Background: an optimization exercise with open tools, aiming at small area, a short achievable clock period and few clock cycles per item. Do not read the settings as production practice.
Only simulation tests tie the RTL to the original design; equivalence was not proved.

==> flow/design.v <==
module ime_sbox_top (
  input  wire [7:0]  a,
  output wire [11:0] m
);
  wire U0 = a[7], U1 = a[6], U2 = a[5], U3 = a[4], U4 = a[3], U5 = a[2], U6 = a[1], U7 = a[0];
  wire T1, T2, T3, T4, T5, T6, T7, T8, T9, T10, T11, T12;
  wire T13, T14, T15, T16, T17, T18, T19, T20, T21, T22, T23, T24;
  wire T25, T26, T27, M1, M2, M3, M4, M5, M6, M7, M8, M9;
  wire M10, M11, M12, M13, M14, M15, M16, M17, M18, M19, M20, M21;
  wire M22, M23, M24, M25, M26, M27, M28, M29, M30, M31, M32, M33;
  wire M34, M35, M36, M37, M38, M39, M40;
  assign T1 = U0 ^ U3;
  assign T2 = U0 ^ U5;
  assign T3 = U0 ^ U6;
  assign T4 = U3 ^ U5;
  assign T5 = U4 ^ U6;
  assign T6 = T1 ^ T5;
  assign T7 = U1 ^ U2;
  assign T8 = U7 ^ T6;
  assign T9 = U7 ^ T7;
  assign T10 = T6 ^ T7;
  assign T11 = U1 ^ U5;
  assign T12 = U2 ^ U5;
  assign T13 = T3 ^ T4;
  assign T14 = T6 ^ T11;
  assign T15 = T5 ^ T11;
  assign T16 = T5 ^ T12;
  assign T17 = T9 ^ T16;
  assign T18 = U3 ^ U7;
  assign T19 = T7 ^ T18;
  assign T20 = T1 ^ T19;
  assign T21 = U6 ^ U7;
  assign T22 = T7 ^ T21;
  assign T23 = T2 ^ T22;
  assign T24 = T2 ^ T10;
  assign T25 = T20 ^ T17;
  assign T26 = T3 ^ T16;
  assign T27 = T1 ^ T12;
  assign M1 = T13 & T6;
  assign M2 = T23 & T8;
  assign M3 = T14 ^ M1;
  assign M4 = T19 & U7;
  assign M5 = M4 ^ M1;
  assign M6 = T3 & T16;
  assign M7 = T22 & T9;
  assign M8 = T26 ^ M6;
  assign M9 = T20 & T17;
  assign M10 = M9 ^ M6;
  assign M11 = T1 & T15;
  assign M12 = T4 & T27;
  assign M13 = M12 ^ M11;
  assign M14 = T2 & T10;
  assign M15 = M14 ^ M11;
  assign M16 = M3 ^ M2;
  assign M17 = M5 ^ T24;
  assign M18 = M8 ^ M7;
  assign M19 = M10 ^ M15;
  assign M20 = M16 ^ M13;
  assign M21 = M17 ^ M15;
  assign M22 = M18 ^ M13;
  assign M23 = M19 ^ T25;
  assign M24 = M22 ^ M23;
  assign M25 = M22 & M20;
  assign M26 = M21 ^ M25;
  assign M27 = M20 ^ M21;
  assign M28 = M23 ^ M25;
  assign M29 = M28 & M27;
  assign M30 = M26 & M24;
  assign M31 = M20 & M23;
  assign M32 = M27 & M31;
  assign M33 = M27 ^ M25;
  assign M34 = M21 & M22;
  assign M35 = M24 & M34;
  assign M36 = M24 ^ M25;
  assign M37 = M21 ^ M29;
  assign M38 = M32 ^ M33;
  assign M39 = M23 ^ M30;
  assign M40 = M35 ^ M36;
  assign m = {M37, M38, M39, M40, T1, T2, T3, T6, T8, T9, T16, T20};
endmodule
module ime_sbox_bot (
  input  wire [11:0] m,
  output wire [7:0]  y
);
  wire M37, M38, M39, M40, T1, T2, T3, T6, T8, T9, T16, T20;
  assign {M37, M38, M39, M40, T1, T2, T3, T6, T8, T9, T16, T20} = m;
  wire T4, T10, T13, T27, T15, T17, T19, T22, T23, U7;
  assign T4 = T1 ^ T2;
  assign T10 = T8 ^ T9;
  assign T13 = T4 ^ T3;
  assign T27 = T6 ^ T16;
  assign T15 = T10 ^ T27;
  assign T17 = T9 ^ T16;
  assign T19 = T1 ^ T20;
  assign T22 = T3 ^ T20;
  assign T23 = T22 ^ T2;
  assign U7 = T6 ^ T8;
  wire M41, M42, M43, M44, M45, M46, M47, M48, M49, M50, M51, M52;
  wire M53, M54, M55, M56, M57, M58, M59, M60, M61, M62, M63, L0;
  wire L1, L2, L3, L4, L5, L6, L7, L8, L9, L10, L11, L12;
  wire L13, L14, L15, L16, L17, L18, L19, L20, L21, L22, L23, L24;
  wire L25, L26, L27, L28, L29, S0, S1, S2, S3, S4, S5, S6;
  wire S7;
  assign M41 = M38 ^ M40;
  assign M42 = M37 ^ M39;
  assign M43 = M37 ^ M38;
  assign M44 = M39 ^ M40;
  assign M45 = M42 ^ M41;
  assign M46 = M44 & T6;
  assign M47 = M40 & T8;
  assign M48 = M39 & U7;
  assign M49 = M43 & T16;
  assign M50 = M38 & T9;
  assign M51 = M37 & T17;
  assign M52 = M42 & T15;
  assign M53 = M45 & T27;
  assign M54 = M41 & T10;
  assign M55 = M44 & T13;
  assign M56 = M40 & T23;
  assign M57 = M39 & T19;
  assign M58 = M43 & T3;
  assign M59 = M38 & T22;
  assign M60 = M37 & T20;
  assign M61 = M42 & T1;
  assign M62 = M45 & T4;
  assign M63 = M41 & T2;
  assign L0 = M61 ^ M62;
  assign L1 = M50 ^ M56;
  assign L2 = M46 ^ M48;
  assign L3 = M47 ^ M55;
  assign L4 = M54 ^ M58;
  assign L5 = M49 ^ M61;
  assign L6 = M62 ^ L5;
  assign L7 = M46 ^ L3;
  assign L8 = M51 ^ M59;
  assign L9 = M52 ^ M53;
  assign L10 = M53 ^ L4;
  assign L11 = M60 ^ L2;
  assign L12 = M48 ^ M51;
  assign L13 = M50 ^ L0;
  assign L14 = M52 ^ M61;
  assign L15 = M55 ^ L1;
  assign L16 = M56 ^ L0;
  assign L17 = M57 ^ L1;
  assign L18 = M58 ^ L8;
  assign L19 = M63 ^ L4;
  assign L20 = L0 ^ L1;
  assign L21 = L1 ^ L7;
  assign L22 = L3 ^ L12;
  assign L23 = L18 ^ L2;
  assign L24 = L15 ^ L9;
  assign L25 = L6 ^ L10;
  assign L26 = L7 ^ L9;
  assign L27 = L8 ^ L10;
  assign L28 = L11 ^ L14;
  assign L29 = L11 ^ L17;
  assign S0 = L6 ^ L24;
  assign S1 = ~(L16 ^ L26);
  assign S2 = ~(L19 ^ L28);
  assign S3 = L6 ^ L21;
  assign S4 = L20 ^ L22;
  assign S5 = L25 ^ L29;
  assign S6 = ~(L13 ^ L27);
  assign S7 = ~(L6 ^ L23);
  assign y = {S0, S1, S2, S3, S4, S5, S6, S7};
endmodule
module ime_ks (
  input  wire         clk,
  input  wire         rst,          
  input  wire         key_we,
  input  wire [2:0]   key_idx,
  input  wire [31:0]  key_wdata,
  input  wire         req_valid,
  output wire         req_ready,
  input  wire [15:0]  req_epoch,
  input  wire [2:0]   req_port,
  input  wire [28:0]  req_line,
  output wire         ks_valid,
  input  wire         ks_ready,
  output wire [1:0]   ks_blk,
  output wire [127:0] ks_data
);
  localparam U  = 7;            
  localparam QN = 4;            
  localparam QA = 2;            
  genvar g, u;
  integer i;
  reg [255:0] key;
  reg  [7:0]  kw_en;               
  reg  [31:0] kw_data;
  wire        kw_we = |kw_en;
  integer     kwi;
  always @(posedge clk) begin
    kw_en   <= key_we ? (8'h80 >> key_idx) : 8'h00;
    kw_data <= key_wdata;
    for (kwi = 0; kwi < 8; kwi = kwi + 1)
      if (kw_en[7-kwi])
        key[255 - 32*kwi -: 32] <= kw_data;
  end
  function [7:0] xtime(input [7:0] b);
    xtime = {b[6:0], 1'b0} ^ (b[7] ? 8'h1b : 8'h00);
  endfunction
  function [31:0] mixcol(input [31:0] c);
    reg [7:0] a0, a1, a2, a3;
    begin
      a0 = c[31:24]; a1 = c[23:16]; a2 = c[15:8]; a3 = c[7:0];
      mixcol[31:24] = xtime(a0) ^ (xtime(a1) ^ a1) ^ a2 ^ a3;
      mixcol[23:16] = a0 ^ xtime(a1) ^ (xtime(a2) ^ a2) ^ a3;
      mixcol[15:8]  = a0 ^ a1 ^ xtime(a2) ^ (xtime(a3) ^ a3);
      mixcol[7:0]   = (xtime(a0) ^ a0) ^ a1 ^ a2 ^ xtime(a3);
    end
  endfunction
  function [127:0] mixcolumns(input [127:0] s);
    mixcolumns = {mixcol(s[127:96]), mixcol(s[95:64]), mixcol(s[63:32]), mixcol(s[31:0])};
  endfunction
  function [127:0] shiftrows(input [127:0] s);
    integer k;
    begin
      for (k = 0; k < 16; k = k + 1)
        shiftrows[127 - 8*k -: 8] = s[127 - 8*(((k/4 + k%4) % 4)*4 + k%4) -: 8];
    end
  endfunction
  function [127:0] kstep(input [127:0] old, input [31:0] t);
    reg [31:0] p0, p1, p2, p3;
    begin
      p0 = old[127:96];
      p1 = p0 ^ old[95:64];
      p2 = p1 ^ old[63:32];
      p3 = p2 ^ old[31:0];
      kstep = {p0 ^ t, p1 ^ t, p2 ^ t, p3 ^ t};
    end
  endfunction
  function [QA:0] pinc(input [QA:0] p);
    pinc = (p == 2*QN - 1) ? {(QA+1){1'b0}} : p + 1'b1;
  endfunction
  function [QA-1:0] pidx(input [QA:0] p);
    pidx = (p >= QN) ? p - QN : p;
  endfunction
  reg  [4:0]    ph;                  
  reg  [QA:0]   hd, tl;              
  reg  [QA:0]   el;                  
  reg  [1:0]    eb;                  
  reg  [1:0]    nb;                  
  reg           ov;                  
  reg  [1:0]    ob;
  reg           rdy;
  reg  [48*QN-1:0] q;                
  reg  [127:0]  e_cur, e_prev;       
  reg  [47:0]   kmid;                
  reg  [127:0]  r0 [0:U-1];
  reg  [191:0]  r1 [0:U-1];
  reg  [U-1:0]  v0, v1;              
  reg  [127:0]  outr;
  wire [127:0]  rk [0:U-1];          
  wire [31:0] ksin = ph[1] ? e_cur[31:0] : {e_cur[23:0], e_cur[31:24]};
  wire [47:0] kmid_n;
  wire [31:0] ksub;
  generate
    for (g = 0; g < 4; g = g + 1) begin : g_ksbox
      ime_sbox_top u_kt (.a(ksin[31 - 8*g -: 8]), .m(kmid_n[47 - 12*g -: 12]));
      ime_sbox_bot u_kb (.m(kmid[47 - 12*g -: 12]), .y(ksub[31 - 8*g -: 8]));
    end
  endgenerate
  wire [7:0]   rcon   = 8'h01 << ph[4:2];
  wire [31:0]  kt     = ph[1] ? (ksub ^ {rcon, 24'h0}) : ksub;
  wire         first  = (ph == 5'd0);
  always @(posedge clk) begin
    kmid <= kmid_n;
    if (!ph[0]) begin
      e_cur  <= first ? key[127:0] : kstep(e_prev, kt);
      e_prev <= first ? key[255:128] : e_cur;
    end
  end
  generate
    for (u = 0; u < U; u = u + 1) begin : g_ku
      reg [127:0] kr;
      reg         ld;
      integer j;
      always @(*) begin
        ld = 1'b0;
        for (j = u + 1; j <= 14; j = j + U)
          if (ph == 2*j - 1) ld = 1'b1;
      end
      always @(posedge clk) begin
        if (ld)
          kr <= e_cur;
      end
      assign rk[u] = kr;
    end
  endgenerate
  wire [127:0] nxt [0:U-1];
  wire [127:0] srl;
  generate
    for (u = 0; u < U; u = u + 1) begin : g_unit
      wire [191:0] m;
      wire [127:0] sb;
      for (g = 0; g < 16; g = g + 1) begin : g_sbox
        ime_sbox_top u_t (.a(r0[u][127 - 8*g -: 8]), .m(m[191 - 12*g -: 12]));
        ime_sbox_bot u_b (.m(r1[u][191 - 12*g -: 12]), .y(sb[127 - 8*g -: 8]));
      end
      wire [127:0] sr = shiftrows(sb);
      if (u == U - 1) begin : g_last
        assign srl = sr;
      end
      if (U == 14 && u == U - 1) begin : g_nomc
        assign nxt[u] = 128'd0;
      end else begin : g_mc
        assign nxt[u] = (u == U - 1) ? mixcolumns(sr) : mixcolumns(sr) ^ rk[u];
      end
      always @(posedge clk) begin
        r1[u] <= m;
      end
    end
  endgenerate
  wire [127:0] fin = srl ^ rk[U-1];    
  wire          win    = (ph < 2*U);                  
  wire          busy   = |{v0, v1};                   
  wire [QA:0]   cnt    = (tl >= hd) ? tl - hd : tl + 2*QN - hd;
  wire [QA:0]   edist  = (el >= hd) ? el - hd : el + 2*QN - hd;
  wire          eavail = (edist < cnt) || (edist == cnt && req_valid);
  wire          entry  = win && (ph == 5'd0 || busy) && eavail;
  reg  [47:0]   qsel;
  always @(*) begin
    qsel = q[47:0];
    for (i = 1; i < QN; i = i + 1)
      if (pidx(el) == i) qsel = q[48*i +: 48];
  end
  wire [47:0]   qctr   = (el == tl) ? {req_epoch, req_port, req_line} : qsel;
  wire [127:0]  newblk = {qctr ^ key[255:208], key[207:130], key[129:128] ^ eb};
  wire          kill   = rst || key_we || kw_we;
  wire          exit_v = win && v1[U-1];
  wire          ofree  = !ov || ks_ready;
  wire          take   = exit_v && ofree && (hd != tl);
  wire          fail   = exit_v && !take;
  wire          retire = take && (nb == 2'd3);
  wire          acc    = req_valid && rdy;
  wire [QA:0]   hd_n   = retire ? pinc(hd) : hd;
  wire [QA:0]   tl_n   = acc ? pinc(tl) : tl;
  wire [QA:0]   cnt_n  = (tl_n >= hd) ? tl_n - hd : tl_n + 2*QN - hd;
  always @(posedge clk) begin
    r0[0] <= (nxt[U-1] & {128{~entry}}) ^ (entry ? newblk : rk[U-1]);
    for (i = 1; i < U; i = i + 1)
      r0[i] <= nxt[i-1];
    if (kill || fail) begin
      v0 <= {U{1'b0}};
      v1 <= {U{1'b0}};
    end else begin
      v0 <= {v1[U-2:0], entry || (!win && v1[U-1])};
      v1 <= v0;
    end
  end
  always @(posedge clk) begin
    if (acc)
      q[48*pidx(tl) +: 48] <= {req_epoch, req_port, req_line};
    if (take) begin
      outr <= fin;
      ob   <= nb;
    end
  end
  always @(posedge clk) begin
    if (rst) begin
      ph  <= 5'd0;
      hd  <= {(QA+1){1'b0}};
      tl  <= {(QA+1){1'b0}};
      el  <= {(QA+1){1'b0}};
      eb  <= 2'd0;
      nb  <= 2'd0;
      ov  <= 1'b0;
      rdy <= 1'b1;
    end else begin
      if (!busy && !entry)
        ph <= 5'd0;
      else
        ph <= (ph == 5'd27) ? 5'd0 : ph + 5'd1;
      if (fail) begin
        el <= hd;
        eb <= nb;
      end else if (entry) begin
        eb <= eb + 2'd1;
        if (eb == 2'd3)
          el <= pinc(el);
      end
      if (take) begin
        ov <= 1'b1;
        nb <= nb + 2'd1;
      end else if (ks_ready) begin
        ov <= 1'b0;
      end
      hd  <= hd_n;
      tl  <= tl_n;
      rdy <= (cnt_n != QN);
    end
  end
  assign req_ready = rdy;
  assign ks_valid  = ov;
  assign ks_blk    = ob;
  assign ks_data   = outr;
endmodule
==> flow/flow/run.sh <==
#!/bin/bash
# Own flow: the standard layout (standard.sh) with three changes:
#  - synthesis runs flow/my_synth.tcl: the standard synthesis script with
#    Yosys's default ABC mapping script in place of ORFS's speed script
#    (same flip-flops and register names);
#  - after global placement, flow/near_pins.tcl moves the registers that
#    drive output ports next to those ports (ORFS's PRE_RESIZE hook);
#  - the detailed router gets more antenna repair iterations.
set -euo pipefail
W=$(pwd)
export PRE_RESIZE_TCL=$W/flow/near_pins.tcl
sed -e "s#SYNTH_SCRIPT=[^ ]*#SYNTH_SCRIPT=$W/flow/my_synth.tcl MAX_REPAIR_ANTENNAS_ITER_DRT=15#" standard.sh > own.sh
grep -q "SYNTH_SCRIPT=$W/flow/my_synth.tcl" own.sh
bash own.sh > layout.log 2>&1
==> flow/flow/my_synth.tcl <==
# The standard synthesis (synth_recipe.tcl, which runs ORFS's synth.tcl), with
# one change: the technology mapping uses Yosys's default ABC script (area
# oriented, with the clock period as delay target) instead of ORFS's speed
# script. Everything else, flip-flop mapping and register names included, is
# the standard synthesis.
proc abc {args} {
  set out {}
  set skip 0
  foreach a $args {
    if {$skip} { set skip 0; continue }
    if {$a eq "-script"} { set skip 1; continue }
    lappend out $a
  }
  yosys abc {*}$out
}
source [file join [file dirname [file normalize [info script]]] .. synth_recipe.tcl]
==> flow/flow/near_pins.tcl <==
# PRE_RESIZE hook (after global placement, before the first repair_design):
# put each flip-flop whose output drives only an output port's buffer on the
# spot of that buffer, next to the pin; detailed placement later legalizes it.
# These registers' paths to the outputs have the least slack, and the global
# placer leaves them near the logic that feeds them instead.
set block [ord::get_db_block]
set moved 0
foreach inst [$block getInsts] {
  if {![[$inst getMaster] isSequential]} continue
  set q [$inst findITerm Q]
  if {$q eq "NULL" || $q eq ""} continue
  set net [$q getNet]
  if {$net eq "NULL" || $net eq ""} continue
  set iterms [$net getITerms]
  if {[llength $iterms] != 2} continue
  foreach it $iterms {
    set other [$it getInst]
    if {[$other getName] eq [$inst getName]} continue
    if {![string match output* [$other getName]]} continue
    lassign [$other getLocation] x y
    $inst setLocation $x $y
    incr moved
  }
}
puts "near_pins: moved $moved flip-flops next to their output buffers"
==> flow/standard.sh <==
#!/bin/bash
# synth_recipe.tcl (not shown) runs the flow's synth.tcl, then flattens the netlist and writes it again
# the make line also repeats each setting of config.mk as NAME=value (left out here)
make -C /OpenROAD-flow-scripts/flow DESIGN_CONFIG=/design/flow/config.mk WORK_HOME=/design/flow/orfs CLKGATE_MAP_FILE= SYNTH_SCRIPT=/design/flow/synth_recipe.tcl "${@:-finish}"
==> flow/config.mk <==
export PLATFORM = sky130hd
export DESIGN_NAME = ime_ks
export DESIGN_NICKNAME = ime_ks
export VERILOG_FILES = /design/flow/design.v
export SDC_FILE = /design/flow/constraint.sdc
export NUM_CORES = 8
export LEC_CHECK = 0
export ABC_CLOCK_PERIOD_IN_PS = 3100
export CAP_MARGIN = 20
export CORE_MARGIN = 2
export CORE_UTILIZATION = 55
export CTS_CLUSTER_DIAMETER = 80
export CTS_CLUSTER_SIZE = 20
export SETUP_SLACK_MARGIN = 4.9
export SLEW_MARGIN = 50
==> flow/constraint.sdc <==
create_clock -name core_clock -period 8.0 [get_ports {clk}]
set_input_delay 1.6000 -clock core_clock [delete_from_list [all_inputs] [get_ports {clk}]]
set_output_delay 1.6000 -clock core_clock [all_outputs]
set_load 0.01 [all_outputs]
==> flow_summary_export.csv, run 1 <==
group,metric,value,unit
critical_path,cpMaxStageDelayCell,"dfxtp_4",
sta,timing.final.crit_share,41.4,%
cells_and_area,drive_gt1_share,19.2,%
floorplan,initial_core_util,55.2,%
yosys,syn-num-nets,26600,
global_route,grt_max_degree,114,
yosys,synth_top_family_by_area,"XOR/XNOR gates",
cells_and_area,syn_to_final_growth,22.4,%
cells_and_area,final_cells,34900,
cells_and_area,mostFrequentLayoutCells,"7026 x xnor2_1, 4563 x xor2_1, 2966 x nand2_1, 1933 x dfxtp_1, 1730 x edfxtp_1",
yosys,synth_area,0.264,mm2
sta,worst_pin_slew,900,ps
critical_path,max_stage_delay,400,ps
clock_network,numClockSinks,4092,
critical_path,crit_chain,"xor2_4, xnor2_2, nor2_2, xnor2_2, buf_6, xnor2_2, buf_6, xnor2_2, xnor2_2, buf_12, xor2_4, xor2_4, xor2_1, a21oi_1",
floorplan,die_h,697,um
place,place.gp.congestion,0.988,
sta,hold_viol_final,0,
worst_hold_path,holdPathStages,1,
critical_path,start_kind,"register",
clock_network,hold_buffers,0,
drt,wl,978000,um
clock_network,cts_buffers,276,
sta,setup_viol,0,
global_route,grt_overflow,0,
sta,tns,0,ps
worst_hold_path,holdPathEnd,"r0[5][84]",
sta,rsz0062_at_grt,"yes",
clock_network,insertion_delay,1040,ps
worst_hold_path,hold_start,"g_ku[4].kr[84]",
place,dp_hpwl,751000,um
critical_path,rr_startpoint,"kmid[10]",
yosys,async_flop_share,0,%
yosys,ys_seq_area_share,37.6,%
global_route,grt_antenna_before_repair,183,
yosys,yosys.area.top_type_share,28.9,%
yosys,ys.flop_type,"dfxtp_1",
floorplan,rows,254,
yosys,yosysTopAreaCell,"xnor2_1",
cells_and_area,multi_input_area,0.187,mm2
yosys,synth_cell_types,51,
sta,fin_crit,3310,ps
critical_path,end_kind,"register",
flow_run,maxCapViolCount,0,
clock_network,cts_buffer_depth,4,
critical_path,ff2ff_path_depth,14,
sta,fmax,302,MHz
yosys,synth-adder-area-share,1.24,%
critical_path,reg2reg_to,"e_cur[7]",
clock_network,cts_root_buf,"clkbuf_16",
drt,viasPerCell,5.46,
yosys,synthMuxAreaShare,0.521,%
drt,final_antenna_net_count,0,
place,place_inst,33000,
sta,finClkSkew,82.1,ps
yosys,synth_edf_count,1730,
critical_path,r2r_slack,4690,ps
cells_and_area,n_fill_cell,37200,
floorplan,die_area,0.485,mm2
yosys,avgSynthCellArea,10.0,um2
drt,routedWlPerCell,28.0,um
place,port_buffers,219,
yosys,syn_inst,26300,
sta,slew_headroom,39.6,%
critical_path,crit_arrival,4060,ps
global_route,gr-usage-all-layers,38.5,%
clock_network,htreeDepth,5,
critical_path,critPathKind,"reg -> reg",
global_route,grt_pass1_wl,1320000,um
critical_path,required,8750,ps
drt,dr.pass1.iters,6,
yosys,synth-compound-area-share,3.79,%
floorplan,io_pins,220,
cells_and_area,ff_latch_area,0.100,mm2
drt,num_vias,191000,
floorplan,coreArea,0.478,mm2
drt,drc,0,
yosys,yosys.area_share.simple,7.33,%
yosys,synth-warning-count,5,
sta,maxSlewViolCount,0,
drt,drtIter0Drc,21200,
clock_network,cts_tree,"done",
global_route,grt_pass1_vias,178000,
cells_and_area,final_common_cell,"xnor2_1",
critical_path,critPathMaxFanout,5,
clock_network,clk_transition_reported_paths,100,ps
yosys,netlist_top_cells_area,"xnor2_1 29%, edfxtp_1 20%, xor2_1 18%",
cells_and_area,nets,28300,
critical_path,cp_common_cell,"xnor2_2",
run_status,status,"timing/DRC/antenna clean",
sta,hold_slack,451,ps
yosys,synth_xor_xnor_area_share,48.1,%
worst_hold_path,hp-class,"reg -> reg",
yosys,ys_ff_latch,4092,
floorplan,die_x,697,um
-- cell families (layout without fill, tap and decap cells) --
family / count (synthesis) / count (layout)
buffers and inverters: 992 / 2868
adders and majority gates: 259 / 259
xor gates and xnor gates: 14300 / 14300
muxes: 137 / 137
AOI/OAI and AO/OA: 1781 / 1781
DFF: 4092 / 4092
other: 0 / 371
and+or+nand+nor: 4697 / 4698
-- Yosys cell counts, drive strengths merged, types with 157 or more instances --
cell type / instances
inv: 659
a21oi: 735
nand2: 2993
xnor2: 8729
and2: 179
edfxtp: 1730
nand2b: 157
clkbuf: 325
nor2: 1007
dfxtp: 2362
o21ai: 565
xor2: 5483
ha: 256
-- per-stage QoR --
| step | cell area [um2] | utilization (%) | setup WS, ps |
|---|---|---|---|
| 2_1_floorplan | 264000 | - | 2380 |
| 3_3_place_gp | 276000 | 57.8 | 2880 |
| 3_5_place_dp | 281000 | 58.8 | 3450 |
| 4_1_cts | 304000 | 63.5 | 4680 |
| 5_1_grt | 322000 | 67.4 | 4670 |
| 6_report | 323000 | 67.5 | 4690 |
-- timing repair --
action	in CTS	in global routing
buffers inserted	433	590
resized for setup	1883	1959
cloned	10	12
setup endpoints to repair	1663	1487
pin swaps	361	638
-- layer usage --
metal  vias to the layer above  track usage, %  share of wire, %
met1                     92500            48.4                37
met5                         -               0             0.012
met2                      9455            58.1                44
met4                        18            30.3               9.2
met3                      2261            7.39               9.7
li1                      86500               -                 -
-- flip-flops by register name, indices dropped and copies added (netlist names), 5 cells and up --
| name | flops |
|---|---|
| r1 | 1344 |
| g_ku.kr | 896 |
| r0 | 896 |
| key | 256 |
| q | 192 |
| e_cur | 128 |
| e_prev | 128 |
| outr | 128 |
| kmid | 48 |
| kw_data | 32 |
| kw_en | 8 |
| v0 | 7 |
| v1 | 7 |
| ph | 5 |
-- worst max path at each step --
stage / startpoint / end / slack, ps / cells past startpoint
after global routing: ph[1] / kmid[9] / 4670 / 13
after global placement: ph[0] / r0[0][88] / 2880 / 10
final: kmid[10] / e_cur[7] / 4690 / 14
after detailed placement: tl[0] / r0[0][86] / 3450 / 16
after CTS: ph[1] / kmid[21] / 4680 / 11
after floorplan: ph[0] / r0[0][83] / 2380 / 10
-- area by class of cell --
type                       count  area share, %
clock buffer                 399           2.45
antenna                      371          0.288
inverter                     659          0.770
clock inverter               101          0.364
sequential                  4092           31.0
timing repair buffer        1709           4.85
tap                         6400           2.48
multi-input combinational  21200           57.8
-- worst max-delay path, delay by kind of cell, from the launching register on --
family / cells / cell delay, ps
compound gates: 1 / 110
xor+xnor: 9 / 1900
buf+inv: 3 / 510
flops: 1 / 400
simple gates: 1 / 80
Testbench counts, summed over its fixed seeds: cycles 3,224, items 384.
==> run 2, diff against run 1 <==
--- a/flow/config.mk
+++ b/flow/config.mk
@@ -6,10 +6,10 @@
 export NUM_CORES = 8
 export LEC_CHECK = 0
-export ABC_CLOCK_PERIOD_IN_PS = 3100
+export ABC_CLOCK_PERIOD_IN_PS = 3250
 export CAP_MARGIN = 20
 export CORE_MARGIN = 2
-export CORE_UTILIZATION = 55
+export CORE_UTILIZATION = 52
 export CTS_CLUSTER_DIAMETER = 80
 export CTS_CLUSTER_SIZE = 20
-export SETUP_SLACK_MARGIN = 4.9
+export SETUP_SLACK_MARGIN = 4.75
 export SLEW_MARGIN = 50
==> run 2 against run 1 <==
Against the previous run: via count down 2.2%; critical endpoint is now r0[0][87]; highest routed layer unchanged.
==> flow_summary_export.csv, run 2 <==
group,metric,value,unit
place,postPlaceCellArea,0.281,mm2
cells_and_area,n_fill_cell,42500,
yosys,synth_area,0.264,mm2
cells_and_area,reg.largest.list,"r1: 1344 flops, g_ku.kr: 896 flops, r0: 896 flops",
floorplan,coreArea,0.505,mm2
run_status,status,"timing/DRC/antenna clean",
clock_network,numClockSinks,4092,
critical_path,critPathMaxFanout,52,
critical_path,required,8900,ps
critical_path,reg2reg_to,"r0[0][87]",
drt,dr.pass1.iters,6,
yosys,synth-warning-count,5,
drt,final_antenna_net_count,0,
sta,hold_slack,427,ps
floorplan,io_pins,220,
sta,worst_pin_slew,968,ps
cells_and_area,nets,27800,
yosys,syn_inst,26300,
critical_path,rr_startpoint,"el[1]",
critical_path,crit_chain,"ha_2, clkbuf_8, inv_1, buf_4, o21ai_1, o21ai_0, xnor2_1, a21oi_1",
floorplan,die_h,716,um
yosys,yosys.area.top_type_share,29.0,%
global_route,grt_max_degree,111,
drt,wl,968000,um
sta,fmax,301,MHz
clock_network,clk_transition_reported_paths,90,ps
yosys,synth_cell_types,50,
cells_and_area,largest_register_ffs,1344,
sta,finClkSkew,104,ps
place,port_buffers,219,
drt,drc,0,
place,dp_hpwl,757000,um
yosys,synth_top_family_by_area,"XOR/XNOR gates",
global_route,grt_pass1_wl,1320000,um
critical_path,crit_arrival,4230,ps
yosys,yosysMostFrequentCell,"xnor2_1",
global_route,gr-usage-all-layers,36.5,%
sta,tns,0,ps
sta,maxSlewViolCount,0,
clock_network,cts_root_buf,"clkbuf_16",
yosys,synthTopCellsByCount,"8722 x xnor2_1, 5483 x xor2_1, 2993 x nand2_1",
yosys,synth-compound-area-share,3.79,%
yosys,ys_ff_latch,4092,
clock_network,insertion_delay,1040,ps
sta,rsz0062_at_grt,"yes",
drt,viasPerCell,5.36,
drt,drtIter0Drc,20500,
yosys,synth-adder-area-share,1.24,%
yosys,synth_xor_xnor_area_share,48.0,%
yosys,ys.flop_type,"dfxtp_1",
critical_path,critPathKind,"reg -> reg",
critical_path,ff2ff_path_depth,8,
clock_network,cts_tree,"done",
clock_network,cts_buffer_depth,4,
worst_hold_path,holdPathStages,1,
critical_path,cpMaxStageDelayCell,"o21ai_1",
clock_network,htreeDepth,5,
critical_path,end_kind,"register",
cells_and_area,regMostFlops,"r1",
clock_network,cts_buffers,283,
worst_hold_path,hp-class,"reg -> reg",
yosys,yosysTopAreaCell,"xnor2_1",
yosys,async_flop_share,0,%
critical_path,max_stage_delay,750,ps
critical_path,r2r_slack,4670,ps
cells_and_area,mostFrequentLayoutCells,"7528 x xnor2_1, 4966 x xor2_1, 2984 x nand2_1, 2150 x dfxtp_1, 1730 x edfxtp_1",
global_route,grt_antenna_before_repair,174,
worst_hold_path,holdPathEnd,"r0[2][115]",
sta,setup_viol,0,
critical_path,start_kind,"register",
sta,timing.final.crit_share,41.6,%
yosys,synth_edf_count,1730,
floorplan,initial_core_util,52.2,%
global_route,grt_pass1_vias,176000,
place,place.gp.congestion,0.996,
yosys,ys_seq_area_share,37.7,%
floorplan,die_area,0.513,mm2
yosys,avgSynthCellArea,10.0,um2
yosys,yosys.area_share.simple,7.33,%
cells_and_area,drive_gt1_share,13.4,%
yosys,netlist_top_cells_area,"xnor2_1 29%, edfxtp_1 20%, xor2_1 18%",
global_route,grt_overflow,0,
yosys,syn-num-nets,26600,
flow_run,maxCapViolCount,0,
drt,num_vias,186000,
worst_hold_path,hold_start,"g_ku[1].kr[115]",
cells_and_area,final_common_cell,"xnor2_1",
sta,slew_headroom,35.0,%
sta,hold_viol_final,0,
floorplan,rows,261,
drt,routedWlPerCell,27.8,um
cells_and_area,syn_to_final_growth,17.1,%
sta,fin_crit,3330,ps
cells_and_area,fin_area,0.309,mm2
floorplan,die_x,716,um
yosys,synthMuxAreaShare,0.521,%
[run 2: cells by family (layout without fill, tap and decap cells)]
logic type / count (synthesis) / count (layout)
adders and majority gates: 259 / 259
other: 0 / 400
AOI/OAI and AO/OA: 1781 / 1781
xor gates and xnor gates: 14300 / 14300
and+or+nand+nor: 4697 / 4699
buffers and inverters: 992 / 2429
DFF: 4092 / 4092
muxes: 137 / 137
[run 2: repair_timing]
item,4_1_cts,5_1_grt
gates resized for setup,1259,970
setup endpoints to repair,1208,942
cloned,4,2
pin swaps,174,267
hold buffers,0,0
buffers inserted,223,353
[run 2: metrics by stage]
step	setup slack (ps)	instances	util, %
final	4670	34800	61.1
after global routing	4570	34500	61.0
after CTS	4580	34000	58.8
after detailed placement	3490	33300	55.6
after global placement	2410	33200	54.8
after floorplan	2370	26300	-
[run 2: metal layers]
| layer | routed length, um | share of wire, % | global-route usage [%] |
|---|---|---|---|
| met1 | 378000 | 39 | 47.2 |
| met2 | 427000 | 44 | 56.1 |
| met3 | 85300 | 8.8 | 5.74 |
| met4 | 76900 | 7.9 | 25.1 |
| met5 | 195 | 0.020 | 0 |
[run 2: cell type report]
type	count	area (um2)	area share (%)
Multi-Input combinational cell	21200	177000	57.3
Tap cell	6706	8390	2.72
Timing Repair Buffer	1248	10900	3.53
Clock inverter	131	1520	0.492
Sequential cell	4092	99500	32.2
Antenna cell	400	1000	0.324
Clock buffer	391	7870	2.55
Inverter	659	2480	0.805
[run 2: critical path, delay by kind of cell, from the launching register on]
kind	cells	cell delay [ps]
xor gates and xnor gates	1	420
DFF	1	520
buffers and inverters	3	860
adders and majority gates	1	250
AOI/OAI and AO/OA	3	1090
[run 2: worst max path at each step]
stage,depth (start not counted),end,from,slack [ps]
final,8,r0[0][87],el[1],4670
after floorplan,10,r0[0][119],ph[0],2370
after global placement,11,r0[0][97],r1[6][191],2410
after CTS,14,e_cur[23],kmid[33],4580
after global routing,10,r0[1][8],r1[0][53],4570
after detailed placement,8,r0[0][123],req_valid,3490

-- re-timing with driven ports --
No port has a modelled driver above. Below, the same layouts with a new extraction and two added sets of constraints.
Step 1: set_driving_cell puts a clkbuf_16 on clk and a buf_2 on each other input, an assumption about the parent block.
Step 2, shift: input delay + t, output delay - t, t = (earliest + latest rising clock arrival at the registers) / 2. This alone moves slack from input paths to output paths.
Slacks: no drivers / after step 1 / after step 2; pairs: no drivers / after step 1.
run | t (ns) | setup slack, ns | latest minus earliest clock arrival (ns)
run 1 | 1.120 | 4.686 / 4.655 / 4.018 | 0.102 / 0.103
run 2 | 1.130 | 4.674 / 4.660 / 3.921 | 0.113 / 0.114
After both steps setup and hold are still met in every run listed. The setup slack of run 2, which loses most, moves by -0.014 ns with the drivers and by -0.753 ns with both steps.
